What follows belongs to an exercise in optimizing a design on an open flow for small area, a short achievable clock period and few clock cycles per item; a production flow would make more cautious choices. Function was checked by simulation only, so behaviour that the tests miss may differ from the original.

==> inputs of ember <==
==> flow/design.v <==
module fe_csa31 (
    input  wire [4:0] x,
    input  wire [4:0] y,
    input  wire [4:0] z,
    output wire [4:0] s,
    output wire [4:0] c
);
    wire [4:0] m = (x & y) | (x & z) | (y & z);
    assign s = x ^ y ^ z;
    assign c = {m[3:0], m[4]};
endmodule
module fe_res31 (
    input  wire [47:0] x,
    input  wire [4:0]  k,
    output wire [4:0]  s,
    output wire [4:0]  c
);
    wire [4:0] o9 = {2'b00, ~x[47], x[46], x[45]};
    wire [4:0] s1, c1, s2, c2, s3, c3, s4, c4, s5, c5;
    wire [4:0] s6, c6, s7, c7, s8, c8, s9, c9;
    fe_csa31 u1 (x[4:0],   x[9:5],   x[14:10], s1, c1);
    fe_csa31 u2 (x[19:15], x[24:20], x[29:25], s2, c2);
    fe_csa31 u3 (x[34:30], x[39:35], x[44:40], s3, c3);
    fe_csa31 u4 (o9,       k,        s1,       s4, c4);
    fe_csa31 u5 (c1,       s2,       c2,       s5, c5);
    fe_csa31 u6 (s3,       c3,       s4,       s6, c6);
    fe_csa31 u7 (c4,       s5,       c5,       s7, c7);
    fe_csa31 u8 (s6,       c6,       s7,       s8, c8);
    fe_csa31 u9 (c7,       s8,       c8,       s9, c9);
    assign s = s9;
    assign c = c9;
endmodule
module fe_divsqrt (
    input  wire        clk,
    input  wire        rst,       
    input  wire        start,
    input  wire        op,        
    input  wire [47:0] a,
    input  wire [47:0] b,
    input  wire [4:0]  ra,
    input  wire [4:0]  rb,
    output wire        ready,
    output reg         done,
    output wire [47:0] y,
    output wire [4:0]  ry,
    output reg         divz,
    output reg         sqneg,
    output reg         sat,
    output reg         rerr
);
    function [4:0] k_sub;
        input [4:0] r;
        begin
            k_sub = (r <= 5'd27) ? (5'd27 - r) : (5'd27 + 5'd31 - r);
        end
    endfunction
    function [4:0] k_add;
        input [4:0] r;
        begin
            k_add = (r <= 5'd2) ? (r + 5'd28) : (r - 5'd3);
        end
    endfunction
    localparam [1:0] S_IDLE = 2'd0, S_PREP = 2'd1, S_RUN = 2'd2, S_FIX = 2'd3;
    reg  [1:0]  st;
    reg  [1:0]  ph;            
    reg         op_r;
    reg         a_neg;
    reg         q_neg;
    reg         cin;
    reg  [4:0]  ka, kb;        
    reg  [4:0]  rs, rc;        
    reg         tsel;          
    reg  [6:0]  cnt;           
    reg         lead;          
    reg         ovf;           
    reg         f47;           
    reg         nzlow;         
    reg  [4:0]  acc;           
    reg         ysel_q;        
    reg         ysel_d;        
    reg         ycv;           
    reg         ycv47;         
    reg  [46:0] R;             
    reg  [47:0] Q, D;
    assign ready = (st == S_IDLE);
    wire   idle  = (st == S_IDLE);
    wire   run   = (st == S_RUN);
    wire [47:0] C = {R[0], Q[47:1]};
    reg  [47:0] pre;
    integer k, l;
    always @(*) begin
        pre = C;
        for (l = 0; l < 6; l = l + 1)
            for (k = 0; k < 48; k = k + 1)
                if ((k >> l) & 1)
                    pre[k] = pre[k] | pre[((k >> l) << l) - 1];
    end
    wire [47:0] negC = C ^ {pre[46:0], 1'b0};
    wire [47:0] X  = {R[46:0], Q[47]};
    wire [48:0] Zs = {1'b0, X} + {1'b0, D} + {48'd0, cin};
    wire        ok = Zs[48];             
    wire [47:0] Z  = Zs[47:0];
    wire [47:0] V = ~D;                  
    reg  [48:0] G;                       
    integer j;
    always @(*) begin
        G[48] = 1'b0;
        for (j = 47; j >= 0; j = j - 1)
            G[j] = G[j+1] | V[j];
    end
    wire [55:0] Xs = {1'b0, R, Q[47:40]};
    wire        div_skip = ~|(Xs & ~{8'd0, G[48:1]});
    wire        sq_skip  = lead && !R[0] && (Q[47:41] == 7'd0);
    wire        skip     = (cnt >= 7'd9) && !ovf && (op_r ? sq_skip : div_skip);
    wire [6:0]  pos      = cnt - 7'd1;   
    wire        last     = op_r ? (cnt == 7'd2) : (cnt == 7'd1);
    wire        sqf      = op_r || last;    
    wire        hi_ok    = !op_r && ok && (pos >= 7'd48);
    wire        p47_ok   = !op_r && ok && (pos == 7'd47);
    wire [4:0]  ts, tc;
    fe_res31 u_res (.x(tsel ? C : D), .k(tsel ? ka : kb), .s(ts), .c(tc));
    wire        rs0 = (rs == 5'd0) || (rs == 5'd31);
    wire        rc0 = (rc == 5'd0) || (rc == 5'd31);
    wire        rz  = (rc == ~rs) || (rs0 && rc0);
    wire [4:0]  acc2     = {acc[3:0], acc[4]};
    wire [4:0]  acc2p    = (acc2 == 5'd30) ? 5'd0 : acc2 + 5'd1;
    wire [4:0]  acc_n    = ok ? acc2p : acc2;
    assign y[47]    = ycv47 | (ysel_q & C[47]);
    assign y[46:36] = {11{ycv}} | ({11{ysel_q}} & C[46:36]);
    assign y[35:0]  = {36{ycv}} | ({36{ysel_q}} & C[35:0]) | ({36{ysel_d}} & ~D[37:2]);
    assign ry = acc;
    wire        hold     = op_r && a_neg;   
    wire        end_ovf  = ovf || hi_ok || (p47_ok && !q_neg);
    always @(posedge clk) begin
        rs   <= ts;
        rc   <= tc;
        tsel <= idle;
        if (rst) begin
            st   <= S_IDLE;
            done <= 1'b0;
        end else begin
            done <= 1'b0;
            case (st)
            S_IDLE: begin
                op_r   <= op;
                a_neg  <= a[47];
                q_neg  <= a[47] ^ b[47];
                cin    <= op | ~b[47];
                ka     <= k_sub(ra);
                kb     <= b[47] ? k_sub(rb) : k_add(rb);
                rerr   <= (ra == 5'd31) || (!op && rb == 5'd31);
                divz   <= !op && (b == 48'd0);
                sqneg  <= op && a[47];
                sat    <= 1'b0;
                cnt    <= op ? 7'd72 : 7'd71;
                ph     <= 2'd0;
                lead   <= 1'b1;
                ovf    <= !op && (b == 48'd0);
                f47    <= 1'b0;
                nzlow  <= 1'b0;
                acc    <= 5'd0;
                ysel_q <= !op;
                ysel_d <= op;
                ycv    <= 1'b0;
                ycv47  <= 1'b0;
                if (start)
                    st <= (!op && a[47]) ? S_PREP : S_RUN;
            end
            S_PREP: begin
                ph <= 2'd1;
                st <= S_RUN;
            end
            S_RUN: begin
                if (ph != 2'd3) ph <= ph + 2'd1;
                if (ph == 2'd1 && !rz) rerr <= 1'b1;
                if (ph == 2'd2 && !op_r && !rz) rerr <= 1'b1;
                if (hold) begin
                    if (ph == 2'd1) begin
                        st   <= S_IDLE;
                        done <= 1'b1;
                    end
                end else if (end_ovf && !op_r && ph[1]) begin
                    st     <= S_IDLE;
                    done   <= 1'b1;
                    sat    <= !divz;
                    acc    <= q_neg ? 5'd27 : 5'd3;
                    ysel_q <= 1'b0;
                    ycv    <= !q_neg;
                    ycv47  <= q_neg;
                end else if (skip) begin
                    cnt <= cnt - 7'd8;
                    acc <= {acc[1:0], acc[4:2]};    
                end else begin
                    cnt <= cnt - (op_r ? 7'd2 : 7'd1);
                    acc <= acc_n;
                    if (ok) lead <= 1'b0;
                    if (hi_ok) ovf <= 1'b1;
                    if (p47_ok) f47 <= 1'b1;
                    if (!op_r && ok && pos < 7'd47) nzlow <= 1'b1;
                    if (last) begin
                        if (!op_r && q_neg) begin
                            st <= S_FIX;
                        end else begin
                            st   <= S_IDLE;
                            done <= 1'b1;
                        end
                    end
                end
            end
            S_FIX: begin
                st    <= S_IDLE;
                done  <= 1'b1;
                if (f47 && nzlow) begin
                    sat    <= 1'b1;
                    acc    <= 5'd27;
                    ysel_q <= 1'b0;
                    ycv47  <= 1'b1;
                end else begin
                    acc    <= (acc == 5'd0) ? 5'd0 : ~acc;
                end
            end
            endcase
        end
    end
    wire        take_z = run && ok && !skip;
    wire [46:0] r_z    = sqf ? {Z[45:0], Q[46]} : Z[46:0];
    wire [46:0] r_x    = idle ? {46'd0, a[47]} :
                         !run ? {46'd0, negC[47]} :
                         skip ? Xs[46:0] :
                         sqf  ? {X[45:0], Q[46]} : X[46:0];
    always @(posedge clk) begin
        R <= take_z ? r_z : r_x;
        if (idle)
            Q <= {a[46:0], 1'b0};
        else if (!run)
            Q <= {negC[46:0], 1'b0};
        else if (skip)
            Q <= {Q[39:0], 8'd0};
        else if (sqf)
            Q <= {Q[45:0], ok & !op_r, 1'b0};
        else
            Q <= {Q[46:0], ok};
        if (idle)
            D <= op ? 48'hFFFF_FFFF_FFFE : (b ^ {48{~b[47]}});
        else if (run && op_r && !a_neg && !skip)
            D <= {D[46:2], ~ok, 2'b10};
    end
endmodule
==> flow/flow/run.sh <==
#!/bin/bash
set -euo pipefail
bash standard.sh SETUP_SLACK_MARGIN=6.5 finish > flow_make.log 2>&1
==> flow/standard.sh <==
#!/bin/bash
# synth_recipe.tcl (not shown) runs the flow's synth.tcl, then flattens the netlist and writes it again
# the make line also repeats each setting of config.mk as NAME=value (left out here)
make -C /OpenROAD-flow-scripts/flow DESIGN_CONFIG=/design/flow/config.mk WORK_HOME=/design/flow/orfs CLKGATE_MAP_FILE= SYNTH_SCRIPT=/design/flow/synth_recipe.tcl "${@:-finish}"
==> flow/config.mk <==
export PLATFORM = sky130hd
export DESIGN_NAME = fe_divsqrt
export DESIGN_NICKNAME = fe_divsqrt
export VERILOG_FILES = /design/flow/design.v
export SDC_FILE = /design/flow/constraint.sdc
export NUM_CORES = 4
export LEC_CHECK = 0
export CAP_MARGIN = 20
export CORE_MARGIN = 2
export CORE_UTILIZATION = 40
export PLACE_DENSITY = 0.6
export SETUP_SLACK_MARGIN = 5
export SLEW_MARGIN = 20
==> flow/constraint.sdc <==
create_clock -name core_clock -period 10.5 [get_ports {clk}]
set_input_delay 2.1000 -clock core_clock [delete_from_list [all_inputs] [get_ports {clk}]]
set_output_delay 2.1000 -clock core_clock [all_outputs]
set_load 0.01 [all_outputs]
==> inputs of umber, as changes to ember <==
--- a/flow/design.v
+++ b/flow/design.v
@@ -131,5 +131,5 @@
     assign ry = acc;
     wire        hold     = op_r && a_neg;   
-    wire        end_ovf  = ovf || hi_ok || (p47_ok && !q_neg);
+    wire        end_ovf  = ovf || (f47 && !q_neg);    
     always @(posedge clk) begin
         rs   <= ts;
--- a/flow/config.mk
+++ b/flow/config.mk
@@ -8,6 +8,6 @@
 export CAP_MARGIN = 20
 export CORE_MARGIN = 2
-export CORE_UTILIZATION = 40
-export PLACE_DENSITY = 0.6
+export CORE_UTILIZATION = 30
+export PLACE_DENSITY = 0.5
 export SETUP_SLACK_MARGIN = 5
 export SLEW_MARGIN = 20
==> inputs of fjord, as changes to ember <==
--- a/flow/design.v
+++ b/flow/design.v
@@ -81,6 +81,5 @@
     reg         ycv;           
     reg         ycv47;         
-    reg  [46:0] R;             
-    reg  [47:0] Q, D;
+    reg  [47:0] R, Q, D;
     assign ready = (st == S_IDLE);
     wire   idle  = (st == S_IDLE);
@@ -109,5 +108,5 @@
             G[j] = G[j+1] | V[j];
     end
-    wire [55:0] Xs = {1'b0, R, Q[47:40]};
+    wire [55:0] Xs = {R, Q[47:40]};
     wire        div_skip = ~|(Xs & ~{8'd0, G[48:1]});
     wire        sq_skip  = lead && !R[0] && (Q[47:41] == 7'd0);
@@ -124,6 +123,5 @@
     wire        rz  = (rc == ~rs) || (rs0 && rc0);
     wire [4:0]  acc2     = {acc[3:0], acc[4]};
-    wire [4:0]  acc2p    = (acc2 == 5'd30) ? 5'd0 : acc2 + 5'd1;
-    wire [4:0]  acc_n    = ok ? acc2p : acc2;
+    wire [4:0]  acc_n    = (ok && acc2 == 5'd30) ? 5'd0 : acc2 + {4'd0, ok};
     assign y[47]    = ycv47 | (ysel_q & C[47]);
     assign y[46:36] = {11{ycv}} | ({11{ysel_q}} & C[46:36]);
@@ -224,9 +222,9 @@
     end
     wire        take_z = run && ok && !skip;
-    wire [46:0] r_z    = sqf ? {Z[45:0], Q[46]} : Z[46:0];
-    wire [46:0] r_x    = idle ? {46'd0, a[47]} :
-                         !run ? {46'd0, negC[47]} :
-                         skip ? Xs[46:0] :
-                         sqf  ? {X[45:0], Q[46]} : X[46:0];
+    wire [47:0] r_z    = sqf ? {Z[46:0], Q[46]} : Z;
+    wire [47:0] r_x    = idle ? {47'd0, a[47]} :
+                         !run ? {47'd0, negC[47]} :
+                         skip ? Xs[47:0] :
+                         sqf  ? {X[46:0], Q[46]} : X;
     always @(posedge clk) begin
         R <= take_z ? r_z : r_x;
==> flow/flow/run.sh (replaced) <==
#!/bin/bash
set -euo pipefail
bash standard.sh SETUP_SLACK_MARGIN=7 finish > flow_make.log 2>&1
==> inputs of violet, as changes to ember <==
--- a/flow/design.v
+++ b/flow/design.v
@@ -131,5 +131,5 @@
     assign ry = acc;
     wire        hold     = op_r && a_neg;   
-    wire        end_ovf  = ovf || hi_ok || (p47_ok && !q_neg);
+    wire        end_ovf  = ovf || (f47 && !q_neg);    
     always @(posedge clk) begin
         rs   <= ts;
--- a/flow/config.mk
+++ b/flow/config.mk
@@ -6,4 +6,5 @@
 export NUM_CORES = 4
 export LEC_CHECK = 0
+export ABC_AREA = 1
 export CAP_MARGIN = 20
 export CORE_MARGIN = 2
==> summary of the runs <==
umber completed without violations. ember finished with timing, DRC and antenna clean. violet ran to the end with no violations. fjord completed with no timing, DRC or antenna violations.
The lowest register-to-register slack belongs to violet, the highest to fjord.
First-iteration DRC count, highest first: violet, fjord, umber, ember.
Synthesized cell count, highest first: violet, fjord, umber, ember.
In ember the synthesized area is smaller than in violet, by 4.2%.
==> figures <==
metric                                                                      umber           ember          violet           fjord
Inst Count DP                                                                2898            2642            3295            2772
Repair and plain buffers                                                      215             213             253             300
Outcome                                                            finished clean  finished clean  finished clean  finished clean
Final standard cell count with taps included and fillers excluded            2950            2699            3395            2924
Setup skew after layout                                                  14.64 ps        11.66 ps        12.86 ps        18.91 ps
Cell count along the critical path                                              4               3              24               4
Pre-CTS setup slack                                                       5296 ps         5602 ps         5160 ps         5623 ps
Placed cell area                                                        19360 µm²       19040 µm²       19930 µm²       19530 µm²
Testbench counts of ember, summed over its fixed seeds: cycles 95,016, items 3,200.
Testbench counts of umber, summed over its fixed seeds: cycles 95,212, items 3,200.
Testbench counts of fjord, summed over its fixed seeds: cycles 95,016, items 3,200.
Testbench counts of violet, summed over its fixed seeds: cycles 95,212, items 3,200.

## static timing again, ports no longer ideal
In the flow no input, the clock included, has a driving cell. The finished layouts below were timed again as built, in two steps.
Step 1 assumes that a clkbuf_16 drives the clock port and a buf_2 every other input.
Step 2 also shifts input and output timing later by t, the mid clock arrival at the registers, as if the neighbouring blocks saw the same clock.
a / b / c = ideal / step 1 / step 2; a / b = the first two.
run | t, ns | setup WS [ns] | worst setup path after step 2 | worst data-port slew with drivers (ns) | pins driven straight from the clock port
ember | 0.525 | 6.370 / 6.309 / 6.097 | input to register | 0.05 | 1
umber | 0.532 | 6.416 / 6.357 / 6.291 | input to register | 0.05 | 1
fjord | 0.532 | 6.506 / 6.450 / 6.425 | input to register | 0.04 | 1
violet | 0.534 | 6.412 / 6.360 / 6.233 | input to register | 0.05 | 1
After both steps setup and hold are still met in every run listed. For ember, which loses most, drivers alone change the setup slack by -0.061 ns; drivers and shift together by -0.273 ns.
